This design comes from an exercise in tuning for small area, a short achievable clock period and few clock cycles on the open sky130 flow, not from production work. Where RTL was checked, it was by simulation tests only, not by an equivalence proof against the original.

==> job 9541: inputs <==
==> flow/design.v <==
module lane_expander (
    input  wire       clk,
    input  wire       rst,
    input  wire       tbl_we,
    input  wire [6:0] tbl_addr,
    input  wire [7:0] tbl_data,
    input  wire       tbl_commit,
    input  wire       tbl_wide,
    output reg        tbl_ready,
    output reg        tbl_bad,
    input  wire       dec_start,
    output reg        dec_ready,
    input  wire       in_valid,
    input  wire [7:0] in_byte,
    output reg        in_ready,
    output reg        out_valid,
    output reg  [7:0] out_byte
);
    localparam [2:0] S_EMPTY = 3'd0, S_CNT4 = 3'd1, S_CALC = 3'd2,
                     S_ORDER = 3'd3, S_READY = 3'd4;
    reg [2:0] state;
    reg       wide;                  
    wire      m4 = ~wide;            
    integer a;
    function ge_c(input [5:0] x, input integer c);
        reg       r;
        reg [6:0] cv;
        integer   i;
        begin
            cv = c;
            r  = 1'b1;
            for (i = 0; i < 6; i = i + 1)
                r = (x[i] & ~cv[i]) | (r & ~(x[i] ^ cv[i]));
            ge_c = (c > 63) ? 1'b0 : r;
        end
    endfunction
    reg       w_v;
    reg [6:0] w_a;
    reg [7:0] w_d;
    always @(posedge clk) begin
        w_v <= tbl_we & ~rst;
        w_a <= tbl_addr;
        w_d <= tbl_data;
    end
    reg [7:0] lens [0:127];
    always @(posedge clk) begin
        if (w_v)
            lens[w_a] <= w_d;
    end
    reg  [6:0] ra;                   
    reg  [7:0] rbyte;
    integer ri;
    always @* begin
        rbyte = 8'd0;
        for (ri = 0; ri < 128; ri = ri + 1)
            rbyte = rbyte | (lens[ri] & {8{ra == ri}});
    end
    reg [8:0] cnt [1:12];
    reg       badlen;                
    reg       hinz;                  
    reg       cr_v;                  
    reg [7:0] cr_d;
    wire       c_v = w_v | cr_v;
    wire [7:0] c_d = cr_v ? cr_d : w_d;
    function bad_len(input [3:0] n);
        bad_len = (n == 4'd0) || (n > 4'd12);
    endfunction
    reg [12:0] limit [1:12];         
    reg [7:0]  adj   [1:12];         
    reg [3:0]  cl;
    reg [3:0]  cl2;                  
    reg [8:0]  cc;                   
    reg [13:0] cf;                   
    reg [8:0]  cb;                   
    reg        ovf;                  
    reg        kok;                  
    wire [13:0] lim = cf + {5'd0, cc};
    reg  [8:0] os;                   
    reg        os_done;
    reg        o_v;
    reg  [3:0] o_len;
    reg  [7:0] o_sym;
    reg        wv2;
    reg  [7:0] wa2;
    reg  [7:0] wd2;
    wire [3:0] os_nib = os[0] ? rbyte[7:4] : rbyte[3:0];
    wire [8:0] optr = cnt[o_len];
    reg [7:0] ordered [0:255];       
    always @(posedge clk) begin
        if (wv2)
            ordered[wa2] <= wd2;
    end
    reg [31:0] bb;                   
    reg [5:0]  nbase;                
    reg [4:0]  pend;                 
    reg [6:0]  rem;                  
    wire [5:0] nb = nbase - {1'b0, pend};
    function lt_n(input [11:0] x, input [12:0] y, input integer n);
        reg r;
        integer i;
        begin
            r = 1'b0;
            for (i = 0; i < n; i = i + 1)
                r = (~x[i] & y[i]) | (r & (~x[i] | y[i]));
            lt_n = y[n] | r;
        end
    endfunction
    function [11:0] code_len(input [11:0] w, input force1);
        reg [11:0] t;
        reg [11:0] pf;
        integer L, j;
        begin
            for (L = 1; L <= 11; L = L + 1) begin
                pf = 12'd0;
                for (j = 0; j < L; j = j + 1)
                    pf[L-1-j] = w[j];
                t[L-1] = lt_n(pf, limit[L], L) | force1;
            end
            t[11] = 1'b1;
            code_len[0] = t[0];
            for (L = 1; L < 12; L = L + 1)
                code_len[L] = t[L] & ~t[L-1];
        end
    endfunction
    wire [11:0] ohA = code_len(bb[11:0], tbl_bad);
    reg  [11:0] ohK [1:12];          
    reg  [11:0] ohB;                 
    reg  [24:0] ohS;                 
    reg  [11:0] wB;                  
    integer k, L;
    always @* begin
        for (k = 1; k <= 12; k = k + 1)
            ohK[k] = code_len(bb[k +: 12], tbl_bad);
        ohB = 12'd0;
        wB  = 12'd0;
        ohS = 25'd0;
        for (k = 1; k <= 12; k = k + 1) begin
            if (ohA[k-1]) begin
                ohB = ohB | ohK[k];
                wB  = wB | bb[k +: 12];
            end
            for (L = 1; L <= 12; L = L + 1)
                ohS[k+L] = ohS[k+L] | (ohA[k-1] & ohK[k][L-1]);
        end
    end
    wire take  = in_valid & in_ready;
    wire start = dec_start & dec_ready;
    wire [24:0] sh = m4 ? ohS : {12'd0, ohA, 1'b0};
    reg [48:0] gt;                   
    integer c;
    always @* begin
        for (c = 0; c <= 48; c = c + 1)
            gt[c] = ge_c(nb, c);
    end
    wire rem_z = rem == 7'd0;
    wire rem_1 = rem == 7'd1;
    wire rem_2 = rem == 7'd2;
    wire dec   = !rem_z && |(sh & gt[24:0]);
    reg full0, full8;
    integer s;
    always @* begin
        full0 = 1'b0;
        full8 = 1'b0;
        for (s = 1; s <= 24; s = s + 1) begin
            if (m4) begin
                full0 = full0 | (ohS[s] & gt[24+s]);
                full8 = full8 | (ohS[s] & gt[16+s]);
            end else if (s <= 12) begin
                full0 = full0 | (ohA[s-1] & gt[12+s]);
                full8 = full8 | (ohA[s-1] & gt[4+s]);
            end
        end
    end
    wire full_nx = dec ? (take ? full8 : full0)
                       : (take ? (m4 ? gt[16] : gt[4]) : (m4 ? gt[24] : gt[12]));
    wire [31:0] bx = take ? (bb | ({24'd0, in_byte} << nb)) : bb;
    reg  [31:0] bsh;
    reg  [4:0]  used;
    always @* begin
        bsh  = 32'd0;
        used = 5'd0;
        for (s = 1; s <= 24; s = s + 1)
            if (sh[s]) begin
                bsh  = bsh | (bx >> s);
                used = used | s[4:0];
            end
    end
    wire rem_nx_z = rem_z | (rem_1 & dec);
    wire rem_nx_1 = (rem_1 & ~dec) | (rem_2 & dec);
    wire pred     = rem_nx_1 & full_nx;
    reg        p1_v;
    reg [11:0] p1_ohA, p1_ohB;
    reg [11:0] p1_wA, p1_wB;
    function [7:0] code_idx(input [11:0] oh, input [11:0] w);
        reg [11:0] pf;
        reg [7:0]  ad;
        reg [7:0]  px;
        integer L, j;
        begin
            ad = 8'd0;
            px = 8'd0;
            for (L = 1; L <= 12; L = L + 1) begin
                pf = 12'd0;
                for (j = 0; j < L; j = j + 1)
                    pf[L-1-j] = w[j];
                if (oh[L-1]) begin
                    ad = ad | adj[L];
                    px = px | pf[7:0];
                end
            end
            code_idx = ad + px;
        end
    endfunction
    reg       p2_v;
    reg [7:0] p2_iA;
    reg [3:0] p2_iB;
    reg [7:0] symA;
    reg [3:0] symB;
    integer si;
    always @* begin
        symA = 8'd0;
        symB = 4'd0;
        for (si = 0; si < 256; si = si + 1)
            symA = symA | (ordered[si] & {8{p2_iA == si}});
        for (si = 0; si < 16; si = si + 1)
            symB = symB | (ordered[si][3:0] & {4{p2_iB == si}});
    end
    always @(posedge clk) begin
        if (rst) begin
            state     <= S_EMPTY;
            tbl_ready <= 1'b0;
            tbl_bad   <= 1'b0;
            dec_ready <= 1'b0;
            in_ready  <= 1'b0;
            rem       <= 7'd0;
            cr_v      <= 1'b0;
            o_v       <= 1'b0;
            wv2       <= 1'b0;
            badlen    <= 1'b0;
            hinz      <= 1'b0;
            for (a = 1; a <= 12; a = a + 1)
                cnt[a] <= 9'd0;
        end else begin
            cr_v <= 1'b0;
            o_v  <= 1'b0;
            wv2  <= 1'b0;
            if (c_v) begin
                for (a = 1; a <= 12; a = a + 1)
                    cnt[a] <= cnt[a] + {7'd0,
                                        (c_d[3:0] == a[3:0]) & (c_d[7:4] == a[3:0]),
                                        (c_d[3:0] == a[3:0]) ^ (c_d[7:4] == a[3:0])};
                if (bad_len(c_d[3:0]) || bad_len(c_d[7:4]))
                    badlen <= 1'b1;
            end
            if (w_v && w_a[6:3] != 4'd0 && w_d != 8'd0)
                hinz <= 1'b1;
            case (state)
                S_EMPTY, S_READY: begin
                    if (tbl_commit) begin
                        wide      <= tbl_wide;
                        tbl_ready <= 1'b0;
                        tbl_bad   <= 1'b0;
                        dec_ready <= 1'b0;
                        in_ready  <= 1'b0;
                        cl        <= 4'd1;
                        cl2       <= 4'd0;
                        cf        <= 14'd0;
                        cb        <= 9'd0;
                        ovf       <= 1'b0;
                        ra        <= 7'd0;
                        if (tbl_wide)
                            state <= S_CALC;
                        else begin
                            state  <= S_CNT4;
                            badlen <= 1'b0;
                            for (a = 1; a <= 12; a = a + 1)
                                cnt[a] <= 9'd0;
                        end
                    end else if (state == S_READY) begin
                        rem       <= start ? 7'd64 : rem - {6'd0, dec};
                        dec_ready <= !start && (rem_nx_z || pred);
                        in_ready  <= start ||
                                     (!rem_nx_z && !pred &&
                                      (take ? !gt[17] : !gt[25]));
                    end
                end
                S_CNT4: begin
                    ra <= ra + 7'd1;
                    if (ra[3] == 1'b0) begin
                        cr_v <= 1'b1;
                        cr_d <= rbyte;
                    end else
                        state <= S_CALC;
                end
                S_CALC: begin
                    cl  <= cl + 4'd1;
                    cl2 <= cl;
                    cc  <= cnt[cl];
                    if (cl2 != 4'd0 && cl2 <= 4'd12) begin
                        limit[cl2] <= {1'b0, lim[11:0]} | {lim[12], 12'd0};
                        adj[cl2]   <= cb[7:0] - cf[7:0];
                        cnt[cl2]   <= cb;
                        cf  <= {lim[12:0], 1'b0};
                        cb  <= cb + cc;
                        if (lim[13] || (lim[12] && lim[11:0] != 12'd0))
                            ovf <= 1'b1;
                        kok <= (lim == 14'd4096);
                    end
                    os      <= 9'd0;
                    os_done <= 1'b0;
                    ra      <= 7'd0;
                    if (cl2 == 4'd13) begin
                        if (badlen || ovf || !kok || (!wide && hinz)) begin
                            tbl_bad   <= 1'b1;
                            state     <= S_READY;
                            tbl_ready <= 1'b1;
                            dec_ready <= 1'b1;
                            badlen    <= 1'b0;
                            hinz      <= 1'b0;
                            for (a = 1; a <= 12; a = a + 1)
                                cnt[a] <= 9'd0;
                        end else
                            state <= S_ORDER;
                    end
                end
                S_ORDER: begin
                    if (!os_done) begin
                        o_v   <= 1'b1;
                        o_len <= os_nib;
                        o_sym <= os[7:0];
                        os    <= os + 9'd1;
                        ra    <= os[7:1] + {6'd0, os[0]};
                        if (os == (wide ? 9'd255 : 9'd15))
                            os_done <= 1'b1;
                    end
                    if (o_v) begin
                        cnt[o_len] <= optr + 9'd1;
                        wv2 <= 1'b1;
                        wa2 <= optr[7:0];
                        wd2 <= o_sym;
                    end
                    if (os_done && !o_v) begin
                        state     <= S_READY;
                        tbl_ready <= 1'b1;
                        dec_ready <= 1'b1;
                        badlen    <= 1'b0;
                        hinz      <= 1'b0;
                        for (a = 1; a <= 12; a = a + 1)
                            cnt[a] <= 9'd0;
                    end
                end
                default: state <= S_EMPTY;
            endcase
        end
    end
    always @(posedge clk) begin
        if (start) begin
            bb    <= 32'd0;
            nbase <= 6'd0;
            pend  <= 5'd0;
        end else begin
            bb    <= dec ? bsh : bx;
            nbase <= take ? nb + 6'd8 : nb;
            pend  <= dec ? used : 5'd0;
        end
        p1_ohA <= ohA;
        p1_ohB <= ohB;
        p1_wA  <= bb[11:0];
        p1_wB  <= wB;
        p2_iA  <= code_idx(p1_ohA, p1_wA);
        p2_iB  <= code_idx(p1_ohB, p1_wB);
        out_byte <= tbl_bad ? 8'd0 :
                    m4 ? {symB[3:0], symA[3:0]} : symA;
        if (rst) begin
            p1_v      <= 1'b0;
            p2_v      <= 1'b0;
            out_valid <= 1'b0;
        end else begin
            p1_v      <= dec && state == S_READY;
            p2_v      <= p1_v;
            out_valid <= p2_v;
        end
    end
endmodule
==> flow/run.sh <==
#!/bin/bash
# synth_recipe.tcl (not shown) runs the flow's synth.tcl, then flattens the netlist and writes it again
# the make line also repeats each setting of config.mk as NAME=value (left out here)
make -C /OpenROAD-flow-scripts/flow DESIGN_CONFIG=/design/flow/config.mk WORK_HOME=/design/flow/orfs CLKGATE_MAP_FILE= SYNTH_SCRIPT=/design/flow/synth_recipe.tcl finish
==> flow/config.mk <==
export PLATFORM = sky130hd
export DESIGN_NAME = lane_expander
export DESIGN_NICKNAME = lane_expander
export VERILOG_FILES = /design/flow/design.v
export SDC_FILE = /design/flow/constraint.sdc
export NUM_CORES = 4
export LEC_CHECK = 0
export CAP_MARGIN = 20
export CORE_MARGIN = 2
export CORE_UTILIZATION = 30
export SETUP_SLACK_MARGIN = 5
export SLEW_MARGIN = 20
==> flow/constraint.sdc <==
create_clock -name core_clock -period 12.0 [get_ports {clk}]
set_input_delay 2.4000 -clock core_clock [delete_from_list [all_inputs] [get_ports {clk}]]
set_output_delay 2.4000 -clock core_clock [all_outputs]
set_load 0.01 [all_outputs]
==> job 998 (differences from job 9541) <==
--- a/flow/design.v
+++ b/flow/design.v
@@ -48,13 +48,7 @@
             lens[w_a] <= w_d;
     end
     reg  [6:0] ra;                   
-    reg  [7:0] rbyte;
-    integer ri;
-    always @* begin
-        rbyte = 8'd0;
-        for (ri = 0; ri < 128; ri = ri + 1)
-            rbyte = rbyte | (lens[ri] & {8{ra == ri}});
-    end
+    wire [7:0] rbyte = lens[ra];
     reg [8:0] cnt [1:12];
     reg       badlen;                
     reg       hinz;                  
@@ -214,17 +208,6 @@
     reg       p2_v;
     reg [7:0] p2_iA;
     reg [3:0] p2_iB;
-    reg [7:0] symA;
-    reg [3:0] symB;
-    integer si;
-    always @* begin
-        symA = 8'd0;
-        symB = 4'd0;
-        for (si = 0; si < 256; si = si + 1)
-            symA = symA | (ordered[si] & {8{p2_iA == si}});
-        for (si = 0; si < 16; si = si + 1)
-            symB = symB | (ordered[si][3:0] & {4{p2_iB == si}});
-    end
     always @(posedge clk) begin
         if (rst) begin
             state     <= S_EMPTY;
@@ -370,7 +353,8 @@
         p2_iA  <= code_idx(p1_ohA, p1_wA);
         p2_iB  <= code_idx(p1_ohB, p1_wB);
         out_byte <= tbl_bad ? 8'd0 :
-                    m4 ? {symB[3:0], symA[3:0]} : symA;
+                    m4 ? {ordered[p2_iB][3:0], ordered[p2_iA][3:0]} :
+                         ordered[p2_iA];
         if (rst) begin
             p1_v      <= 1'b0;
             p2_v      <= 1'b0;
- SETUP_SLACK_MARGIN: 5 -> not set
==> job 8441 (differences from job 9541) <==
==> flow/design.v, changed modules only <==
module lane_expander (
    input  wire       clk,
    input  wire       rst,
    input  wire       tbl_we,
    input  wire [6:0] tbl_addr,
    input  wire [7:0] tbl_data,
    input  wire       tbl_commit,
    input  wire       tbl_wide,
    output reg        tbl_ready,
    output reg        tbl_bad,
    input  wire       dec_start,
    output reg        dec_ready,
    input  wire       in_valid,
    input  wire [7:0] in_byte,
    output reg        in_ready,
    output reg        out_valid,
    output reg  [7:0] out_byte
);
    localparam [2:0] S_EMPTY = 3'd0, S_CNT4 = 3'd1, S_CALC = 3'd2,
                     S_ORDER = 3'd3, S_READY = 3'd4;
    reg [2:0] state;
    reg       wide;                  
    wire      m4 = ~wide;            
    integer a;
    function ge_c(input [5:0] x, input integer c);
        reg       r;
        reg [6:0] cv;
        integer   i;
        begin
            cv = c;
            r  = 1'b1;
            for (i = 0; i < 6; i = i + 1)
                r = (x[i] & ~cv[i]) | (r & ~(x[i] ^ cv[i]));
            ge_c = (c > 63) ? 1'b0 : r;
        end
    endfunction
    function [5:0] nb_less(input [5:0] x, input integer c);
        integer v;
        begin
            nb_less = 6'd0;
            for (v = 0; v < 64; v = v + 1)
                if (x == v && v >= c)
                    nb_less = v - c;
        end
    endfunction
    reg       w_v;
    reg [6:0] w_a;
    reg [7:0] w_d;
    always @(posedge clk) begin
        w_v <= tbl_we & ~rst;
        w_a <= tbl_addr;
        w_d <= tbl_data;
    end
    reg [7:0] lens [0:127];
    always @(posedge clk) begin
        if (w_v)
            lens[w_a] <= w_d;
    end
    reg  [6:0] ra;                   
    reg  [7:0] rbyte;
    integer ri;
    always @* begin
        rbyte = 8'd0;
        for (ri = 0; ri < 128; ri = ri + 1)
            rbyte = rbyte | (lens[ri] & {8{ra == ri}});
    end
    reg [8:0] cnt [1:12];
    reg       badlen;                
    reg       hinz;                  
    reg       cr_v;                  
    reg [7:0] cr_d;
    wire       c_v = w_v | cr_v;
    wire [7:0] c_d = cr_v ? cr_d : w_d;
    function bad_len(input [3:0] n);
        bad_len = (n == 4'd0) || (n > 4'd12);
    endfunction
    reg [12:0] limit [1:12];         
    reg [7:0]  adj   [1:12];         
    reg [3:0]  cl;
    reg [3:0]  cl2;                  
    reg [8:0]  cc;                   
    reg [13:0] cf;                   
    reg [8:0]  cb;                   
    reg        ovf;                  
    reg        kok;                  
    wire [13:0] lim = cf + {5'd0, cc};
    reg  [8:0] os;                   
    reg        os_done;
    reg        o_v;
    reg  [3:0] o_len;
    reg  [7:0] o_sym;
    reg        wv2;
    reg  [7:0] wa2;
    reg  [7:0] wd2;
    wire [3:0] os_nib = os[0] ? rbyte[7:4] : rbyte[3:0];
    wire [8:0] optr = cnt[o_len];
    reg [7:0] ordered [0:255];       
    always @(posedge clk) begin
        if (wv2)
            ordered[wa2] <= wd2;
    end
    reg [31:0] bb;                   
    reg [5:0]  nb;                   
    reg [6:0]  rem;                  
    function lt_n(input [11:0] x, input [12:0] y, input integer n);
        reg r;
        integer i;
        begin
            r = 1'b0;
            for (i = 0; i < n; i = i + 1)
                r = (~x[i] & y[i]) | (r & (~x[i] | y[i]));
            lt_n = y[n] | r;
        end
    endfunction
    function [11:0] code_len(input [11:0] w, input force1);
        reg [11:0] t;
        reg [11:0] pf;
        integer L, j;
        begin
            for (L = 1; L <= 11; L = L + 1) begin
                pf = 12'd0;
                for (j = 0; j < L; j = j + 1)
                    pf[L-1-j] = w[j];
                t[L-1] = lt_n(pf, limit[L], L) | force1;
            end
            t[11] = 1'b1;
            code_len[0] = t[0];
            for (L = 1; L < 12; L = L + 1)
                code_len[L] = t[L] & ~t[L-1];
        end
    endfunction
    localparam integer KS = 7;
    reg half;
    wire [11:0] ohA = code_len(bb[11:0], tbl_bad);
    reg  [11:0] ohK [1:KS];          
    reg  [11:0] ohB;                 
    reg  [24:0] ohS;                 
    reg  [11:0] wB;                  
    integer k, L;
    always @* begin
        for (k = 1; k <= KS; k = k + 1)
            ohK[k] = code_len(bb[k +: 12], tbl_bad);
        ohB = 12'd0;
        wB  = 12'd0;
        ohS = 25'd0;
        for (k = 1; k <= KS; k = k + 1) begin
            if (ohA[k-1]) begin
                ohB = ohB | ohK[k];
                wB  = wB | bb[k +: 12];
            end
            for (L = 1; L <= 12; L = L + 1)
                ohS[k+L] = ohS[k+L] | (ohA[k-1] & ohK[k][L-1]);
        end
    end
    wire take  = in_valid & in_ready;
    wire start = dec_start & dec_ready;
    wire short = |ohA[KS-1:0];
    wire pair  = m4 & ~half & short;
    wire [24:0] sh = pair ? ohS : {12'd0, ohA, 1'b0};
    reg [48:0] gt;                   
    integer c;
    always @* begin
        for (c = 0; c <= 48; c = c + 1)
            gt[c] = ge_c(nb, c);
    end
    wire rem_z = rem == 7'd0;
    wire rem_1 = rem == 7'd1;
    wire rem_2 = rem == 7'd2;
    reg [KS:1] okB;                  
    always @* begin
        for (k = 1; k <= KS; k = k + 1) begin
            okB[k] = 1'b0;
            for (L = 1; L <= 12; L = L + 1)
                okB[k] = okB[k] | (ohK[k][L-1] & gt[k+L]);
        end
    end
    wire dec  = !rem_z && (pair ? |(ohA[KS-1:0] & okB) : |(ohA & gt[12:1]));
    wire dout = dec & (wide | pair | half);        
    wire dhld = dec & m4 & ~half & ~short;         
    wire half_nx = dec ? dhld : half;
    reg full0, full8;
    integer s;
    always @* begin
        full0 = 1'b0;
        full8 = 1'b0;
        for (s = 1; s <= 24; s = s + 1) begin
            if (pair) begin
                full0 = full0 | (ohS[s] & gt[12+s]);
                full8 = full8 | (ohS[s] & gt[4+s]);
            end else if (s <= 12) begin
                full0 = full0 | (ohA[s-1] & gt[12+s]);
                full8 = full8 | (ohA[s-1] & gt[4+s]);
            end
        end
    end
    wire full_nx = (wide | half_nx) &
                   (dec ? (take ? full8 : full0) : (take ? gt[4] : gt[12]));
    wire [31:0] bx = take ? (bb | ({24'd0, in_byte} << nb)) : bb;
    reg  [31:0] bsh;
    reg  [5:0]  nleft0, nleft8;      
    wire [5:0]  nb8 = {nb[5:3] + 3'd1, nb[2:0]};
    always @* begin
        bsh    = 32'd0;
        nleft0 = 6'd0;
        nleft8 = 6'd0;
        for (s = 1; s <= 24; s = s + 1)
            if (sh[s]) begin
                bsh    = bsh | (bx >> s);
                nleft0 = nleft0 | nb_less(nb, s);
                nleft8 = nleft8 | nb_less(nb8, s);
            end
    end
    wire [5:0] nb_nx = take ? (dec ? nleft8 : nb8) : (dec ? nleft0 : nb);
    wire rem_nx_z = rem_z | (rem_1 & dout);
    wire rem_nx_1 = (rem_1 & ~dout) | (rem_2 & dout);
    wire pred     = rem_nx_1 & full_nx;
    reg        p1_v;
    reg [11:0] p1_ohA, p1_ohB;
    reg [11:0] p1_wA, p1_wB;
    function [7:0] code_idx(input [11:0] oh, input [11:0] w);
        reg [11:0] pf;
        reg [7:0]  ad;
        reg [7:0]  px;
        integer L, j;
        begin
            ad = 8'd0;
            px = 8'd0;
            for (L = 1; L <= 12; L = L + 1) begin
                pf = 12'd0;
                for (j = 0; j < L; j = j + 1)
                    pf[L-1-j] = w[j];
                if (oh[L-1]) begin
                    ad = ad | adj[L];
                    px = px | pf[7:0];
                end
            end
            code_idx = ad + px;
        end
    endfunction
    reg       p1_o, p1_h, p1_p;
    reg       p2_o, p2_h, p2_p;
    reg [3:0] lo_nib;
    reg       p2_v;
    reg [7:0] p2_iA;
    reg [3:0] p2_iB;
    reg [7:0] symA;
    reg [3:0] symB;
    integer si;
    always @* begin
        symA = 8'd0;
        symB = 4'd0;
        for (si = 0; si < 256; si = si + 1)
            symA = symA | (ordered[si] & {8{p2_iA == si}});
        for (si = 0; si < 16; si = si + 1)
            symB = symB | (ordered[si][3:0] & {4{p2_iB == si}});
    end
    always @(posedge clk) begin
        if (rst) begin
            state     <= S_EMPTY;
            tbl_ready <= 1'b0;
            tbl_bad   <= 1'b0;
            dec_ready <= 1'b0;
            in_ready  <= 1'b0;
            rem       <= 7'd0;
            cr_v      <= 1'b0;
            o_v       <= 1'b0;
            wv2       <= 1'b0;
            badlen    <= 1'b0;
            hinz      <= 1'b0;
            for (a = 1; a <= 12; a = a + 1)
                cnt[a] <= 9'd0;
        end else begin
            cr_v <= 1'b0;
            o_v  <= 1'b0;
            wv2  <= 1'b0;
            if (c_v) begin
                for (a = 1; a <= 12; a = a + 1)
                    cnt[a] <= cnt[a] + {7'd0,
                                        (c_d[3:0] == a[3:0]) & (c_d[7:4] == a[3:0]),
                                        (c_d[3:0] == a[3:0]) ^ (c_d[7:4] == a[3:0])};
                if (bad_len(c_d[3:0]) || bad_len(c_d[7:4]))
                    badlen <= 1'b1;
            end
            if (w_v && w_a[6:3] != 4'd0 && w_d != 8'd0)
                hinz <= 1'b1;
            case (state)
                S_EMPTY, S_READY: begin
                    if (tbl_commit) begin
                        wide      <= tbl_wide;
                        tbl_ready <= 1'b0;
                        tbl_bad   <= 1'b0;
                        dec_ready <= 1'b0;
                        in_ready  <= 1'b0;
                        cl        <= 4'd1;
                        cl2       <= 4'd0;
                        cf        <= 14'd0;
                        cb        <= 9'd0;
                        ovf       <= 1'b0;
                        ra        <= 7'd0;
                        if (tbl_wide)
                            state <= S_CALC;
                        else begin
                            state  <= S_CNT4;
                            badlen <= 1'b0;
                            for (a = 1; a <= 12; a = a + 1)
                                cnt[a] <= 9'd0;
                        end
                    end else if (state == S_READY) begin
                        rem       <= start ? 7'd64 : dout ? rem - 7'd1 : rem;
                        half      <= start ? 1'b0 : half_nx;
                        dec_ready <= !start && (rem_nx_z || pred);
                        in_ready  <= start ||
                                     (!rem_nx_z && !pred &&
                                      (take ? !gt[17] : !gt[25]));
                    end
                end
                S_CNT4: begin
                    ra <= ra + 7'd1;
                    if (ra[3] == 1'b0) begin
                        cr_v <= 1'b1;
                        cr_d <= rbyte;
                    end else
                        state <= S_CALC;
                end
                S_CALC: begin
                    cl  <= cl + 4'd1;
                    cl2 <= cl;
                    cc  <= cnt[cl];
                    if (cl2 != 4'd0 && cl2 <= 4'd12) begin
                        limit[cl2] <= {1'b0, lim[11:0]} | {lim[12], 12'd0};
                        adj[cl2]   <= cb[7:0] - cf[7:0];
                        cnt[cl2]   <= cb;
                        cf  <= {lim[12:0], 1'b0};
                        cb  <= cb + cc;
                        if (lim[13] || (lim[12] && lim[11:0] != 12'd0))
                            ovf <= 1'b1;
                        kok <= (lim == 14'd4096);
                    end
                    os      <= 9'd0;
                    os_done <= 1'b0;
                    ra      <= 7'd0;
                    if (cl2 == 4'd13) begin
                        if (badlen || ovf || !kok || (!wide && hinz)) begin
                            tbl_bad   <= 1'b1;
                            state     <= S_READY;
                            tbl_ready <= 1'b1;
                            dec_ready <= 1'b1;
                            badlen    <= 1'b0;
                            hinz      <= 1'b0;
                            for (a = 1; a <= 12; a = a + 1)
                                cnt[a] <= 9'd0;
                        end else
                            state <= S_ORDER;
                    end
                end
                S_ORDER: begin
                    if (!os_done) begin
                        o_v   <= 1'b1;
                        o_len <= os_nib;
                        o_sym <= os[7:0];
                        os    <= os + 9'd1;
                        ra    <= os[7:1] + {6'd0, os[0]};
                        if (os == (wide ? 9'd255 : 9'd15))
                            os_done <= 1'b1;
                    end
                    if (o_v) begin
                        cnt[o_len] <= optr + 9'd1;
                        wv2 <= 1'b1;
                        wa2 <= optr[7:0];
                        wd2 <= o_sym;
                    end
                    if (os_done && !o_v) begin
                        state     <= S_READY;
                        tbl_ready <= 1'b1;
                        dec_ready <= 1'b1;
                        badlen    <= 1'b0;
                        hinz      <= 1'b0;
                        for (a = 1; a <= 12; a = a + 1)
                            cnt[a] <= 9'd0;
                    end
                end
                default: state <= S_EMPTY;
            endcase
        end
    end
    always @(posedge clk) begin
        if (start) begin
            bb    <= 32'd0;
            nb    <= 6'd0;
        end else begin
            bb    <= dec ? bsh : bx;
            nb    <= nb_nx;
        end
        p1_ohA <= ohA;
        p1_ohB <= ohB;
        p1_wA  <= bb[11:0];
        p1_wB  <= wB;
        p2_iA  <= code_idx(p1_ohA, p1_wA);
        p2_iB  <= code_idx(p1_ohB, p1_wB);
        p1_o <= dout;
        p1_h <= dhld;
        p1_p <= pair;
        p2_o <= p1_o;
        p2_h <= p1_h;
        p2_p <= p1_p;
        if (p2_h)
            lo_nib <= symA[3:0];
        out_byte <= tbl_bad ? 8'd0 :
                    wide ? symA :
                    p2_p ? {symB[3:0], symA[3:0]} : {symA[3:0], lo_nib};
        if (rst) begin
            p1_v      <= 1'b0;
            p2_v      <= 1'b0;
            out_valid <= 1'b0;
        end else begin
            p1_v      <= dec && dout && state == S_READY;
            p2_v      <= p1_v;
            out_valid <= p2_v;
        end
    end
endmodule
==> flow/flow/run.sh (new file) <==
#!/bin/bash
# Layout flow: the standard flow (standard.sh, its synthesis unchanged),
# with the timing repair aimed 8 ns below the clock period and a clock tree
# built without dummy loads. The SDC and the clock period are the standard flow's own.
set -euo pipefail
export SETUP_SLACK_MARGIN=8
export CTS_ARGS="-sink_clustering_enable -repair_clock_nets -dont_use_dummy_load"
bash standard.sh > standard.log 2>&1
==> flow/standard.sh (new file) <==
#!/bin/bash
# synth_recipe.tcl (not shown) runs the flow's synth.tcl, then flattens the netlist and writes it again
# the make line also repeats each setting of config.mk as NAME=value (left out here)
make -C /OpenROAD-flow-scripts/flow DESIGN_CONFIG=/design/flow/config.mk WORK_HOME=/design/flow/orfs CLKGATE_MAP_FILE= SYNTH_SCRIPT=/design/flow/synth_recipe.tcl "${@:-finish}"
- CAP_MARGIN: 20 -> 35
- SETUP_SLACK_MARGIN: 5 -> not set
- SLEW_MARGIN: 20 -> 35
removed: flow/run.sh
==> notes.md <==
Run status: job 9541 finished with violations; job 8441 no timing/DRC/antenna violations; job 998 no timing/DRC/antenna violations
Reasons for failing layout checks: job 9541 slew limit; job 8441 -; job 998 -
Die Area: job 9541 535000 um2; job 8441 525000 um2; job 998 558000 um2
Die height: job 9541 731 um; job 8441 725 um; job 998 747 um
Final critical-path setup slack: job 9541 5.23 ns; job 8441 7.56 ns; job 998 3.96 ns
Number of nets at the end of the flow: job 9541 12.3k; job 8441 12.8k; job 998 10.3k
Fraction of final layout cells sized beyond drive strength 1: job 9541 19.0%; job 8441 28.6%; job 998 20.5%
Clock sinks: job 9541 3637; job 8441 3641; job 998 3644
Worst setup path startpoint: job 9541 limit[7][5]; job 8441 p2_iA[5]; job 998 bb[4]
#MultiIn Comb: job 9541 6972; job 8441 6736; job 998 5682
CTS resizes: job 9541 1; job 8441 1018; job 998 0
Placed cell area: job 9541 175000 um2; job 8441 174000 um2; job 998 174000 um2
Pins over their slew limit: job 9541 23; job 8441 0; job 998 0
Minimum period implied by the final worst setup slack: job 9541 6.77 ns; job 8441 4.44 ns; job 998 8.04 ns
Antenna diode count: job 9541 199; job 8441 103; job 998 18
Routed WL per cell: job 9541 51.8 um; job 8441 53.7 um; job 998 28.9 um
Detailed Route Iter0 Violations: job 9541 30.2k; job 8441 29.1k; job 998 14.2k
Final Instance Count excl. Fillers: job 9541 19.7k; job 8441 19.7k; job 998 17.8k
Fill cells: job 9541 50.8k; job 8441 48.7k; job 998 52.1k
Sequential element share of the synthesized area: job 9541 67.9%; job 8441 69.2%; job 998 65.1%
Multiplexer fraction of the synthesized cell area: job 9541 1.66%; job 8441 1.71%; job 998 15.6%
Met1 demand-to-capacity share in global routing: job 9541 45.4%; job 8441 45.8%; job 998 24.5%
Reg-to-reg setup timing slack: job 9541 5.23 ns; job 8441 7.56 ns; job 998 3.96 ns
Testbench counts of job 8441, summed over its fixed seeds: cycles 72,484.
No functional check of the RTL was part of job 9541 and job 998.

==> separate check: timing with driven ports <==
Ports are ideal in the flow. The routed layouts listed here were re-timed in OpenROAD.
Step 1, drivers: a clkbuf_16 drives clk and a buf_2 each remaining input, both assumed.
Step 2 times the ports against the registers' clock, not the clock port: input delays grow and output delays shrink by t, the midpoint of the rising clock arrivals with the driver on.
Slacks: ideal / step 1 / step 2; pairs: ideal / step 1.
run	t (ns)	slack for setup (ns)	hold slack, ns
job 9541	1.132	5.229 / 5.229 / 5.048	0.410 / 0.410 / 0.410
job 998	1.067	3.964 / 3.964 / 3.964	0.407 / 0.407 / 0.407
job 8441	1.143	7.561 / 7.561 / 6.659	0.325 / 0.325 / 0.325
The setup slack of job 8441, which loses most, moves by 0.000 ns with the drivers and by -0.902 ns with both steps.
